This design comes from an exercise in tuning for small area and a short achievable clock period on the open sky130 flow, not from production work. In this exercise RTL edits were held to simulation tests only and were not proved equivalent to the original.

## cmp_blend
module cmp_blend (
    input  wire        clk,
    input  wire        rst,
    input  wire        in_valid,
    input  wire [15:0] in_d_r,      
    input  wire [15:0] in_d_g,
    input  wire [15:0] in_d_b,
    input  wire [15:0] in_d_a,
    input  wire [15:0] in_c_r,      
    input  wire [15:0] in_c_g,
    input  wire [15:0] in_c_b,
    input  wire [15:0] in_apx,      
    input  wire [15:0] in_ga,       
    input  wire [15:0] in_ks,       
    input  wire        in_premul,   
    input  wire [15:0] in_key_lo0,  
    input  wire [15:0] in_key_lo1,
    input  wire [15:0] in_key_lo2,
    input  wire [15:0] in_key_hi0,
    input  wire [15:0] in_key_hi1,
    input  wire [15:0] in_key_hi2,
    input  wire [2:0]  in_key_use,
    input  wire        in_key_inv,
    input  wire [15:0] in_key_soft,
    output reg         out_valid,
    output reg  [15:0] out_d_r,     
    output reg  [15:0] out_d_g,
    output reg  [15:0] out_d_b,
    output reg  [15:0] out_d_a,
    output reg  [3:0]  out_sat      
);
clock: 125.0 ns
lec_check: 0
abc_area: 1
cap_margin: 20
core_margin: 2
core_utilization: 65
cts_cluster_diameter: 100
cts_cluster_size: 30
slew_margin: 20
standard.sh (not shown) runs the stock make flow with config.mk's settings and CLKGATE_MAP_FILE= SYNTH_SCRIPT=/design/flow/synth_recipe.tcl, a recipe that flattens the netlist after the stock synthesis.
==> flow/flow/run.sh <==
#!/bin/bash
# The standard layout (standard.sh) with two changes:
#  - synthesis maps the logic with ABC's area-only standard-cell mapping
#    (two rounds of map -a, in abc_area.script) in place of ORFS's abc_area.script;
#    the registers, and every other synthesis step, are the standard ones;
#  - every input and output port still gets its own buffer, but a plain
#    buf_1 rather than the delay cell buffer_ports picks by default.
set -euo pipefail
here=$(pwd)
ports="BUFFER_PORTS_ARGS=-buffer_cell sky130_fd_sc_hd__buf_1"
rm -rf "$here/abc_scripts"
cp -r "$FLOW_HOME/scripts" "$here/abc_scripts"
cp "$here/flow/abc_area.script" "$here/abc_scripts/abc_area.script"
bash "$here/standard.sh" SCRIPTS_DIR="$here/abc_scripts" "$ports" synth > "$here/synth.log" 2>&1
bash "$here/standard.sh" "$ports" > "$here/layout.log" 2>&1
==> flow/flow/abc_area.script <==
strash
dch
map -a
strash
dch
map -a
topo
stime -c
buffer -c
upsize -c
dnsize -c
Next try:
==> flow/flow/run.sh (replaced) <==
#!/bin/bash
# The standard layout (standard.sh) with these changes:
#  - synthesis maps all the logic with ABC (its area-oriented mapper amap,
#    then ORFS's usual buffering and sizing; see abc_area.script) in place of
#    ORFS's abc_area.script, and without first extracting full and half adder
#    cells (ADDER_MAP_FILE empty); the registers, and every other synthesis
#    step, are the standard ones;
#  - every input and output port still gets its own buffer, but a plain
#    buf_1 rather than the delay cell buffer_ports picks by default.
set -euo pipefail
here=$(pwd)
ports="BUFFER_PORTS_ARGS=-buffer_cell sky130_fd_sc_hd__buf_1"
rm -rf "$here/abc_scripts"
cp -r "$FLOW_HOME/scripts" "$here/abc_scripts"
cp "$here/flow/abc_area.script" "$here/abc_scripts/abc_area.script"
bash "$here/standard.sh" SCRIPTS_DIR="$here/abc_scripts" ADDER_MAP_FILE= "$ports" synth > "$here/synth.log" 2>&1
bash "$here/standard.sh" "$ports" > "$here/layout.log" 2>&1
==> flow/flow/abc_area.script (replaced) <==
strash
dch
amap -m
topo
stime -c
buffer -c
upsize -c
dnsize -c
What happened: Die area came out lower by 4.6%. Setup slack is worse by 0.0059 ns. Core utilization came out lower by 0.42 points. Wire length came out higher by 14%. Global-route usage came out higher by 4.9 points.
Next try:
==> flow/flow/run.sh (replaced) <==
#!/bin/bash
# The standard layout (standard.sh) with two changes:
#  - synthesis maps the logic with ABC's area-only standard-cell mapping
#    (two rounds of map -a, in abc_area.script) in place of ORFS's abc_area.script;
#    the registers, and every other synthesis step, are the standard ones;
#  - every input and output port still gets its own buffer, but a plain
#    buf_1 rather than the delay cell buffer_ports picks by default.
set -euo pipefail
here=$(pwd)
ports="BUFFER_PORTS_ARGS=-buffer_cell sky130_fd_sc_hd__buf_1"
rm -rf "$here/abc_scripts"
cp -r "$FLOW_HOME/scripts" "$here/abc_scripts"
cp "$here/flow/abc_area.script" "$here/abc_scripts/abc_area.script"
bash "$here/standard.sh" SCRIPTS_DIR="$here/abc_scripts" "$ports" synth > "$here/synth.log" 2>&1
bash "$here/standard.sh" "$ports" > "$here/layout.log" 2>&1
==> flow/flow/abc_area.script (replaced) <==
strash
dch
map -a
strash
dch
map -a
topo
stime -c
buffer -c
upsize -c
dnsize -c
--- a/flow/config.mk
+++ b/flow/config.mk
@@ -11,4 +11,2 @@
 export CORE_UTILIZATION = 65
-export CTS_CLUSTER_DIAMETER = 100
-export CTS_CLUSTER_SIZE = 30
 export SLEW_MARGIN = 20
Effect: Clock skew shrinks by 0.017 ns. Synthesized area grows by 4.9%. Maximum frequency barely changes. Die area grows by about 5%.

cmp_blend again, from the RTL that the note above started with.
==> flow/config.mk <==
export PLATFORM = sky130hd
export DESIGN_NAME = cmp_blend
export DESIGN_NICKNAME = cmp_blend
export VERILOG_FILES = /design/flow/design.v
export SDC_FILE = /design/flow/constraint.sdc
export NUM_CORES = 4
export LEC_CHECK = 0
export ABC_AREA = 1
export CAP_MARGIN = 20
export CORE_MARGIN = 2
export CORE_UTILIZATION = 55
export SLEW_MARGIN = 20
==> flow/constraint.sdc <==
create_clock -name core_clock -period 125.0 [get_ports {clk}]
set_input_delay 25.0000 -clock core_clock [delete_from_list [all_inputs] [get_ports {clk}]]
set_output_delay 25.0000 -clock core_clock [all_outputs]
set_load 0.01 [all_outputs]
==> flow/flow/run.sh <==
#!/bin/bash
# The standard layout (standard.sh), except that synthesis maps the logic
# with ABC's area-only standard-cell mapping (map -a, in abc_area.script)
# in place of ORFS's abc_area.script. Everything else, registers included,
# is the standard synthesis and flow.
set -euo pipefail
here=$(pwd)
rm -rf "$here/abc_scripts"
cp -r "$FLOW_HOME/scripts" "$here/abc_scripts"
cp "$here/flow/abc_area.script" "$here/abc_scripts/abc_area.script"
bash "$here/standard.sh" SCRIPTS_DIR="$here/abc_scripts" synth > "$here/synth.log" 2>&1
bash "$here/standard.sh" > "$here/layout.log" 2>&1
==> flow/flow/abc_area.script <==
strash
dch
map -a
topo
stime -c
buffer -c
upsize -c
dnsize -c
Then changed:
==> flow/flow/run.sh (replaced) <==
#!/bin/bash
# The standard layout (standard.sh) with these changes:
#  - synthesis maps all the logic with ABC (one round of dc2 rewriting, then its area-oriented mapper amap,
#    then ORFS's usual buffering and sizing; see abc_area.script) in place of
#    ORFS's abc_area.script, and without first extracting full and half adder
#    cells (ADDER_MAP_FILE empty); the registers, and every other synthesis
#    step, are the standard ones;
#  - every input and output port still gets its own buffer, but a plain
#    buf_1 rather than the delay cell buffer_ports picks by default.
set -euo pipefail
here=$(pwd)
ports="BUFFER_PORTS_ARGS=-buffer_cell sky130_fd_sc_hd__buf_1"
rm -rf "$here/abc_scripts"
cp -r "$FLOW_HOME/scripts" "$here/abc_scripts"
cp "$here/flow/abc_area.script" "$here/abc_scripts/abc_area.script"
bash "$here/standard.sh" SCRIPTS_DIR="$here/abc_scripts" ADDER_MAP_FILE= "$ports" synth > "$here/synth.log" 2>&1
bash "$here/standard.sh" "$ports" > "$here/layout.log" 2>&1
==> flow/flow/abc_area.script (replaced) <==
strash
dc2
dch
amap -m
topo
stime -c
buffer -c
upsize -c
dnsize -c
- CORE_UTILIZATION: 55 -> 65
- CTS_CLUSTER_DIAMETER: not set -> 100
- CTS_CLUSTER_SIZE: not set -> 30
Via count came out higher by 27%.
Area after synthesis came out lower by 7.9%.
Hold slack is worse by 0.0072 ns.

-- separate check: timing with driven ports --
The flow's constraints put no driver on any port. The routed layouts listed below were extracted and timed again, unchanged, in two steps. Step 1 (the two cells are an assumption about what drives the block):
set clk [get_ports {clk}]
set_driving_cell -lib_cell sky130_fd_sc_hd__clkbuf_16 $clk
set_driving_cell -lib_cell sky130_fd_sc_hd__buf_2 [delete_from_list [all_inputs] $clk]
Step 2 times the ports against the registers' clock, not the clock port: input delays grow and output delays shrink by t, the midpoint of the rising clock arrivals with the driver on. a / b / c = no drivers / after step 1 / after step 2; a / b = the first two.
run | t, ns | setup slack, ns | worst setup path after step 2 | worst register clock-pin slew, ns | cell pins on the clock port's net
the first run of note 1 | 0.783 | 98.820 / 98.731 / 99.514 | register to output | 0.11 / 0.11 | 1
the second run of note 1 | 0.768 | 98.814 / 98.728 / 99.497 | register to output | 0.12 / 0.12 | 1
the third run of note 1 | 0.802 | 98.801 / 98.720 / 99.522 | register to output | 0.07 / 0.07 | 1
the first run of note 2 | 0.834 | 98.390 / 98.301 / 99.135 | register to output | 0.07 / 0.07 | 1
the second run of note 2 | 0.792 | 98.789 / 98.701 / 99.493 | register to output | 0.12 / 0.12 | 1
After both steps setup and hold are still met in every run listed.
